This is an optimization exercise on Yosys and OpenROAD, whose aim is small area, a short achievable clock period and few clock cycles per item, not a production implementation. Only simulation tests tie the RTL to the original design; equivalence was not proved.

Design dge_sha256, start of the top module:
module dge_sha256 (
    input  wire         clk,
    input  wire         rst,             
    input  wire         start,
    input  wire         resume,
    input  wire [255:0] resume_h,        
    input  wire [63:0]  resume_count,    
    input  wire         abort,
    input  wire         in_valid,
    output wire         in_ready,
    input  wire [63:0]  in_data,
    input  wire         in_last,
    input  wire [3:0]   in_nbytes,
    output wire         busy,
    output reg          done,
    output reg          err,
    output wire [255:0] digest
);
    integer i;
    reg         busy_r;
    reg         addc;        
    reg         init;        
    reg         kv;          
    reg         ring;        
    reg  [5:0]  q;           
    reg  [3:0]  sp;          
    reg         ended;       
    reg         m80;         
    reg         lenhere;     
    reg         lastblk;     
    reg  [5:0]  off;         
    reg  [54:0] blk;         
    reg         full;        
    reg  [31:0] H [0:7];
    reg  [31:0] a, b, c, d, e, f, g, h;
    reg  [31:0] w [0:15];    
    reg  [31:0] kk;          
    reg [31:0] kq;
    always @(*) begin
        case (q)
            6'd0:  kq = 32'h428a2f98; 6'd1:  kq = 32'h71374491; 6'd2:  kq = 32'hb5c0fbcf; 6'd3:  kq = 32'he9b5dba5;
            6'd4:  kq = 32'h3956c25b; 6'd5:  kq = 32'h59f111f1; 6'd6:  kq = 32'h923f82a4; 6'd7:  kq = 32'hab1c5ed5;
            6'd8:  kq = 32'hd807aa98; 6'd9:  kq = 32'h12835b01; 6'd10: kq = 32'h243185be; 6'd11: kq = 32'h550c7dc3;
  ...
For scale: ~7,000 cells after synthesis, about 60,000 um^2 of cells after synthesis.
export LEC_CHECK = 0
export ABC_AREA = 1
export CAP_MARGIN = 20
export CORE_MARGIN = 2
export CORE_UTILIZATION = 50
export CTS_CLUSTER_DIAMETER = 90
export CTS_CLUSTER_SIZE = 22
export SLEW_MARGIN = 20
export TNS_END_PERCENT = 20
create_clock -name core_clock -period 10.0 [get_ports {clk}]
standard.sh (not shown) runs the stock make flow with config.mk's settings and CLKGATE_MAP_FILE= SYNTH_SCRIPT=/design/flow/synth_recipe.tcl, a recipe that flattens the netlist after the stock synthesis.
==> flow/flow/run.sh <==
#!/bin/bash
set -euo pipefail
bash standard.sh SETUP_SLACK_MARGIN=5.7 "BUFFER_PORTS_ARGS=-buffer_cell sky130_fd_sc_hd__buf_1" finish > layout.log 2>&1
Testbench counts at the start, summed over its fixed seeds: cycles 81,368, bytes 61,945.
Rerun with:
==> flow/flow/run.sh (replaced) <==
#!/bin/bash
set -euo pipefail
bash standard.sh SETUP_SLACK_MARGIN=5.6 "BUFFER_PORTS_ARGS=-buffer_cell sky130_fd_sc_hd__buf_1" finish > layout.log 2>&1
--- a/flow/config.mk
+++ b/flow/config.mk
@@ -11 +11 @@
-export CORE_UTILIZATION = 50
+export CORE_UTILIZATION = 55
Outcome:
- utilization rose by 5.5 points
- flip-flop and latch count is unchanged
- worst setup slack degrades by 0.24 ns
- die area fell by a little under a tenth
- clock skew fell by 0.027 ns
- final cell count fell slightly
- area after synthesis does not change
- count of clock-buffer cells in the layout rose by 1
Rerun with:
==> flow/flow/run.sh (replaced) <==
#!/bin/bash
set -euo pipefail
bash standard.sh SETUP_SLACK_MARGIN=6 "BUFFER_PORTS_ARGS=-buffer_cell sky130_fd_sc_hd__buf_1" finish > layout.log 2>&1
--- a/flow/config.mk
+++ b/flow/config.mk
@@ -11,3 +11,4 @@
-export CORE_UTILIZATION = 55
-export CTS_CLUSTER_DIAMETER = 90
-export CTS_CLUSTER_SIZE = 22
+export CORE_UTILIZATION = 60
+export CTS_BUF_LIST = sky130_fd_sc_hd__clkbuf_4 sky130_fd_sc_hd__clkbuf_8
+export CTS_CLUSTER_SIZE = 20
+export PLACE_DENSITY = 0.7
@@ -15 +15,0 @@
-export TNS_END_PERCENT = 20
=> The changed run failed in global routing with GRT-0183. Synthesized area stays the same. Synthesized cell count stays the same.
Rerun with:
--- a/flow/config.mk
+++ b/flow/config.mk
@@ -11,4 +11 @@
-export CORE_UTILIZATION = 60
-export CTS_BUF_LIST = sky130_fd_sc_hd__clkbuf_4 sky130_fd_sc_hd__clkbuf_8
-export CTS_CLUSTER_SIZE = 20
-export PLACE_DENSITY = 0.7
+export CORE_UTILIZATION = 50
@@ -15,0 +13 @@
+export TNS_END_PERCENT = 20
The changed run produced a clean layout.
Synthesized area is unchanged.
Synthesized cell count is unchanged.
Rerun with:
==> flow/flow/run.sh (replaced) <==
#!/bin/bash
set -euo pipefail
bash standard.sh SETUP_SLACK_MARGIN=5.5 "BUFFER_PORTS_ARGS=-buffer_cell sky130_fd_sc_hd__buf_1" finish > layout.log 2>&1
Result: The new run completed with no timing, DRC or antenna violations. Synthesized area stays the same. Non-clock buffer count went down by 133. Register-to-register slack got worse by 0.09 ns. Via count shrinks slightly. Cell area went down by a few percent. Maximum frequency is lower slightly. Clock skew goes down by 0.0040 ns.

Setup of 11-18:
dge_sha256 again, from the RTL that the note above started with.
==> flow/config.mk <==
export PLATFORM = sky130hd
export DESIGN_NAME = dge_sha256
export DESIGN_NICKNAME = dge_sha256
export VERILOG_FILES = /design/flow/design.v
export SDC_FILE = /design/flow/constraint.sdc
export NUM_CORES = 4
export LEC_CHECK = 0
export ABC_AREA = 1
export CAP_MARGIN = 20
export CORE_MARGIN = 2
export CORE_UTILIZATION = 50
export CTS_CLUSTER_DIAMETER = 90
export CTS_CLUSTER_SIZE = 22
export SLEW_MARGIN = 20
export TNS_END_PERCENT = 20
==> flow/constraint.sdc <==
create_clock -name core_clock -period 10.0 [get_ports {clk}]
set_input_delay 2.0000 -clock core_clock [delete_from_list [all_inputs] [get_ports {clk}]]
set_output_delay 2.0000 -clock core_clock [all_outputs]
set_load 0.01 [all_outputs]
==> flow/flow/run.sh <==
#!/bin/bash
set -euo pipefail
bash standard.sh SETUP_SLACK_MARGIN=5.5 "BUFFER_PORTS_ARGS=-buffer_cell sky130_fd_sc_hd__buf_1" finish > layout.log 2>&1
11-18 completed; timing, DRC and antenna clean
Testbench counts of 11-18, summed over its fixed seeds: cycles 81,368, bytes 61,945.
The inputs of 03-14 differ from those of 11-18 as listed below.
- CTS_CLUSTER_DIAMETER no longer set, was 90
- TNS_END_PERCENT no longer set, was 20
- CTS_CLUSTER_SIZE now 20, was 22
- CTS_BUF_LIST now sky130_fd_sc_hd__clkbuf_4 sky130_fd_sc_hd__clkbuf_8, previously not set
==> flow/flow/run.sh <==
#!/bin/bash
set -euo pipefail
bash standard.sh SETUP_SLACK_MARGIN=6 "BUFFER_PORTS_ARGS=-buffer_cell sky130_fd_sc_hd__buf_1" finish > layout.log 2>&1
Notes after the runs:
- Compared 03-14 vs 11-18, and met3 global-route usage is up in 03-14.
- 03-14: full flow OK, the timing, design-rule and antenna checks passed
- 11-18: flow completed, timing, DRC and antenna clean
- 03-14 packs its core more tightly than 11-18.
- From 11-18 to 03-14 the numbers moved as follows: post-layout worst setup margin higher; total routed wire length on the met1 layer has decreased.

==> separate check: timing with driven ports <==
In the flow no input, the clock included, has a driving cell. The finished layouts below were timed again as built, in two steps. Step 1 assumes that a clkbuf_16 drives the clock port and a buf_2 every other input. Step 2 times the ports against the registers' clock, not the clock port: input delays grow and output delays shrink by t, the midpoint of the rising clock arrivals with the driver on. Three values: ideal, step 1, step 2; two values: the first two.
run	t, ns	setup WS [ns]	clock arrival spread, ns	worst slew at a driven data input, ns
the first run of note 1	0.795	5.515 / 5.468 / 4.916	0.056 / 0.056	0.09
the second run of note 1	0.786	5.277 / 5.277 / 4.794	0.029 / 0.029	0.11
the fourth run of note 1	0.811	5.531 / 5.478 / 5.049	0.115 / 0.116	0.09
the fifth run of note 1	0.808	5.443 / 5.366 / 4.851	0.111 / 0.111	0.09
11-18	0.791	5.425 / 5.395 / 4.808	0.058 / 0.058	0.09
03-14	1.021	5.563 / 5.563 / 5.023	0.078 / 0.078	0.12
After both steps every run listed still meets setup and hold. The setup slack of 11-18, which loses most, moves by -0.030 ns with the drivers and by -0.617 ns with both steps.
